From an optimization exercise on the open Yosys and OpenROAD flow, aimed at small area; shortcuts taken in it are not production practice.
In this exercise RTL edits were held to simulation tests only and were not proved equivalent to the original.
Power and IR drop assume default switching activity.

==> build 38 <==
## fchain
module fchain (
    input  wire        clk,
    input  wire        rst,         
    input  wire        clr,         
    input  wire [2:0]  cic_order,   
    input  wire [8:0]  cic_m,       
    input  wire [4:0]  cic_shift,   
    input  wire [4:0]  n2,          
    input  wire [4:0]  m2,          
    input  wire [4:0]  s2,          
    input  wire [3:0]  n3,          
    input  wire [3:0]  m3,          
    input  wire [4:0]  s3,          
    input  wire        coef_we,
    input  wire [4:0]  coef_addr,
    input  wire [23:0] coef_data,
    input  wire        in_valid,
    input  wire        in_bit,
    output reg         out_valid,
    output wire [23:0] out_data,
    output wire        out_sat
);
clock: 12.0 ns
lec_check: 0
cap_margin: 20
core_margin: 2
core_utilization: 60
cts_cluster_diameter: 85
cts_cluster_size: 28
slew_margin: 20
run.sh (not shown) runs the stock make flow with config.mk's settings and CLKGATE_MAP_FILE= SYNTH_SCRIPT=/design/flow/synth_recipe.tcl, a recipe that flattens the netlist after the stock synthesis.
==> inputs of build 87, as changes to build 38 <==
Settings changed: ABC_AREA set to 1, CTS_CLUSTER_DIAMETER 85 to 80, CTS_CLUSTER_SIZE 28 to 25.
==> inputs of build 80, as changes to build 38 <==
Settings changed: CORE_UTILIZATION 60 to 70.
==> comparison table <==
item                                                                build 38                  build 87               build 80
Met3 Wirelength                                                     19100 um                  21100 um               24100 um
Initial antenna violation count                                            6                         3                      4
Area post-placement                                                72700 um2                 75100 um2              72300 um2
Launching point of the worst reg2reg path                              l2[0]                     l3[0]               state[2]
# placed instances                                                      7288                      9545                   7047
WL met1                                                             82400 um                  86200 um               75900 um
Share of total power in combinational logic                            22.5%                     26.1%                  22.7%
Data arrival at the endpoint of the critical path                   11.18 ns                  10.45 ns               11.64 ns
Maximum number of pins on one net before global-route repair              77                        71                     70
Crit-path most repeated cell                                               -  sky130_fd_sc_hd__nand2_1  sky130_fd_sc_hd__fa_1
Sw Ratio                                                               29.6%                     31.6%                  29.9%
Overall via count from detail_route                                    47400                     55200                  48500
Status                                                        finished clean            finished clean         finished clean
Share of the final layout cell area in sequential cells                50.7%                     48.9%                  51.0%
Detailed placer's ending HPWL                                      141000 um                 145000 um              139000 um
Rows                                                                     125                       127                    115
Critical path destination                                            acc[51]                   acc[47]                acc[51]
Combined area of the multi-input logic cells                       29300 um2                 30500 um2              29300 um2
Seq pwr share                                                          52.3%                     48.6%                  52.3%
Nets@finish                                                             6388                      8567                   6383

---

==> v34: inputs <==
Another version of the RTL of fchain (not shown whole).
Settings: LEC_CHECK=0, ABC_AREA=1, CAP_MARGIN=20, CORE_MARGIN=2, CORE_UTILIZATION=70, CTS_CLUSTER_DIAMETER=85, CTS_CLUSTER_SIZE=28, SLEW_MARGIN=20; clock period 12.0 ns.
==> inputs of v21, as changes to v34 <==
--- a/flow/design.v
+++ b/flow/design.v
@@ -100,20 +100,18 @@
                 if (kact)
                     T <= csum;
                 if (tcnt[2:0] == 3'd7)
                     cst <= C_IDLE;
             end
             endcase
         end
     end
-    reg [23:0] r2 [0:14];
-    reg [23:0] r3 [0:6];
-    reg [3:0]  p15;              
-    reg [2:0]  p7;               
+    reg [23:0] r2 [0:15];
+    reg [23:0] r3 [0:7];
     reg [3:0]  q2;               
     reg [2:0]  q3;
     reg [3:0]  l2;               
     reg [2:0]  l3;
     reg        fill2, fill3;     
     reg [4:0]  ph2;
     reg [3:0]  ph3;
     reg        op2, op3;         
@@ -122,45 +120,26 @@
     reg        S;                
     reg [51:0] acc;
     reg        afirst;
     localparam ST_IDLE = 3'd0, ST_RND1 = 3'd1, ST_REV2 = 3'd2, ST_RND2 = 3'd3,
                ST_REV3 = 3'd4, ST_RND3 = 3'd5;
     reg [2:0] state;
     wire in2 = (state == ST_REV2);
     wire in3 = (state == ST_REV3);
-    wire use_y2 = fill2 || afirst;
-    wire use_y3 = fill3 || afirst;
-    wire wr2 = in2 && !afirst && (fill2 || (l2 == 4'd15));
-    wire wr3 = in3 && !afirst && (fill3 || (l3 == 3'd7));
+    wire use_y2 = fill2 || (l2 == 4'd0);
+    wire use_y3 = fill3 || (l3 == 3'd0);
     always @(posedge clk) begin
-        if (rst) begin
-            p15 <= 4'd0;
-            p7  <= 3'd0;
-        end else begin
-            p15 <= (p15 == 4'd14) ? 4'd0 : p15 + 4'd1;
-            p7  <= (p7 == 3'd6) ? 3'd0 : p7 + 3'd1;
-        end
-    end
-    always @(posedge clk) begin
-        for (i = 0; i < 14; i = i + 1)
+        for (i = 0; i < 15; i = i + 1)
             r2[i] <= r2[i+1];
-        r2[14] <= wr2 ? y : r2[0];
-        for (i = 0; i < 6; i = i + 1)
+        r2[15] <= (in2 && use_y2) ? y : r2[0];
+        for (i = 0; i < 7; i = i + 1)
             r3[i] <= r3[i+1];
-        r3[6] <= wr3 ? y : r3[0];
+        r3[7] <= (in3 && use_y3) ? y : r3[0];
     end
-    wire [5:0] t2 = {2'b00, q2} + 6'd28 - {2'b00, p15};
-    wire [5:0] m2r = (t2 >= 6'd30) ? t2 - 6'd30 : (t2 >= 6'd15) ? t2 - 6'd15 : t2;
-    wire [3:0] lf2 = m2r[3:0] + 4'd1;
-    wire [4:0] t3 = {2'b00, q3} + 5'd12 - {2'b00, p7};
-    wire [4:0] m3r = (t3 >= 5'd14) ? t3 - 5'd14 : (t3 >= 5'd7) ? t3 - 5'd7 : t3;
-    wire [2:0] lf3 = m3r[2:0] + 3'd1;
-    wire [3:0] ln2 = afirst ? lf2 : (l2 == 4'd1) ? 4'd15 : l2 - 4'd1;
-    wire [2:0] ln3 = afirst ? lf3 : (l3 == 3'd1) ? 3'd7 : l3 - 3'd1;
     reg        cv;               
     reg [23:0] c_op;
     always @(*) begin
         c_op = 24'd0;
         for (i = 0; i < 16; i = i + 1)
             c_op = c_op | ({24{!in3 && cv && (l2 == i)}} & coef[i]);
         for (i = 0; i < 8; i = i + 1)
             c_op = c_op | ({24{in3 && cv && (l3 == i)}} & coef[16 + i]);
@@ -185,20 +164,20 @@
     assign out_sat  = S;
     task start3;
         begin
             if (n3 == 4'd0) begin
                 out_valid <= 1'b1;
                 state     <= ST_IDLE;
             end else begin
                 op3   <= (ph3 == m3 - 4'd1);
-                cv    <= (ph3 == m3 - 4'd1);
+                cv    <= (ph3 == m3 - 4'd1) && ({1'b0, q3 - tcnt[2:0]} < n3);
                 ph3   <= (ph3 == m3 - 4'd1) ? 4'd0 : ph3 + 4'd1;
-                l3    <= 3'd0;
-                q3    <= (q3 == 3'd6) ? 3'd0 : q3 + 3'd1;
+                l3    <= q3 - tcnt[2:0];
+                q3    <= q3 + 3'd1;
                 rc    <= 4'd7;
                 afirst <= 1'b1;
                 state <= ST_REV3;
             end
         end
     endtask
     always @(posedge clk)
         acc <= macc;
@@ -221,44 +200,44 @@
                     state <= ST_RND1;
             ST_RND1: begin
                 y <= yv;
                 if (clampv) S <= 1'b1;
                 if (n2 == 5'd0) begin
                     start3;
                 end else begin
                     op2   <= (ph2 == m2 - 5'd1);
-                    cv    <= (ph2 == m2 - 5'd1);
+                    cv    <= (ph2 == m2 - 5'd1) && ({1'b0, q2 - tcnt} < n2);
                     ph2   <= (ph2 == m2 - 5'd1) ? 5'd0 : ph2 + 5'd1;
-                    l2    <= 4'd0;
-                    q2    <= (q2 == 4'd14) ? 4'd0 : q2 + 4'd1;
+                    l2    <= q2 - tcnt;
+                    q2    <= q2 + 4'd1;
                     rc    <= 4'd15;
                     afirst <= 1'b1;
                     state <= ST_REV2;
                 end
             end
             ST_REV2: begin
                 afirst <= 1'b0;
-                l2     <= ln2;
-                cv     <= op2 && ({1'b0, ln2} < n2);
+                l2     <= l2 - 4'd1;
+                cv     <= op2 && ({1'b0, l2 - 4'd1} < n2);
                 rc     <= rc - 4'd1;
                 if (rc == 4'd0) begin
                     fill2 <= 1'b0;
                     state <= op2 ? ST_RND2 : ST_IDLE;
                 end
             end
             ST_RND2: begin
                 y <= yv;
                 if (clampv) S <= 1'b1;
                 start3;
             end
             ST_REV3: begin
                 afirst <= 1'b0;
-                l3     <= ln3;
-                cv     <= op3 && ({1'b0, ln3} < n3);
+                l3     <= l3 - 3'd1;
+                cv     <= op3 && ({1'b0, l3 - 3'd1} < n3);
                 rc     <= rc - 4'd1;
                 if (rc == 4'd0) begin
                     fill3 <= 1'b0;
                     state <= op3 ? ST_RND3 : ST_IDLE;
                 end
             end
             ST_RND3: begin
                 y <= yv;
==> flow/config.mk (replaced) <==
export PLATFORM = sky130hd
export DESIGN_NAME = fchain
export DESIGN_NICKNAME = fchain
export VERILOG_FILES = /design/flow/design.v
export SDC_FILE = /design/flow/constraint.sdc
export NUM_CORES = 4
export LEC_CHECK = 0
export CAP_MARGIN = 10
export CORE_MARGIN = 2
export CORE_UTILIZATION = 70
export CTS_CLUSTER_DIAMETER = 85
export CTS_CLUSTER_SIZE = 28
export SLEW_MARGIN = 10
==> flow_summary.ini <==
[critical_path]
slowest_delay_ns = 0.92
crit_buf_inv = 6

[outcome]
status = no timing/DRC/antenna violations

[route]
route.met2.wl_um = 90300

[die]
die_h_um = 320

[hold_path]
hold_path_startpoint = r3[5][5]$_DFF_P_
min_to = r3[4][5]$_DFF_P_

[cts]
cts.sinks = 1590

[grt]
track_usage_pct = 39.4
use_met2_pct = 60.1

[synthesis]
yosys.area_share.simple_pct = 7.57
ys_top_cells_by_area = dfxtp_1, edfxtp_1, fa_1

[layout]
multi_input_cells = 3568

[power]
max-vdd-ir-drop_uv = 167
The numbers above come from v21.

==> flow_summary.ini <==
[outcome]
status = no timing/DRC/antenna violations

[synthesis]
ys_top_cells_by_area = dfxtp_1, edfxtp_1, nand2_1
synth_seq_area_share_pct = 51.6
yosys.area_share.simple_pct = 23.6
syn_nets = 8649

[critical_path]
crit_buf_inv = 5
slowest_delay_ns = 0.64

[grt]
track_usage_pct = 40.3
use_met2_pct = 62.5

[power]
max-vdd-ir-drop_uv = 163

[hold_path]
min_to = r2[2][12]$_DFF_P_

[cts]
cts.sinks = 1548

[layout]
nFillCells = 7112
multi_input_cells = 5417

[route]
route.met2.wl_um = 95400
The numbers above come from v34.

[static timing again, ports no longer ideal]
In the flow no input, the clock included, has a driving cell. The finished layouts below were timed again as built, in two steps. Step 1: set_driving_cell puts a clkbuf_16 on clk and a buf_2 on each other input, an assumption about the parent block. Step 2 adds t to the input delays and takes it off the output delays; t is the mean of the earliest and latest rising clock arrival at the registers after step 1. Input paths then give back, and output paths get back, about the clock's delay inside the block. Three values: no drivers, after step 1, after step 2; two values: the first two.
run | t, ns | setup slack, ns | worst data-port slew with drivers (ns)
build 38 | 0.774 | 1.412 / 1.412 / 1.412 | 0.10
build 87 | 0.800 | 2.174 / 2.174 / 2.174 | 0.10
build 80 | 0.789 | 0.956 / 0.956 / 0.956 | 0.10
v34 | 0.780 | 1.974 / 1.974 / 1.974 | 0.14
v21 | 0.792 | 0.970 / 0.970 / 0.970 | 0.10
After both steps setup and hold are still met in every run listed.
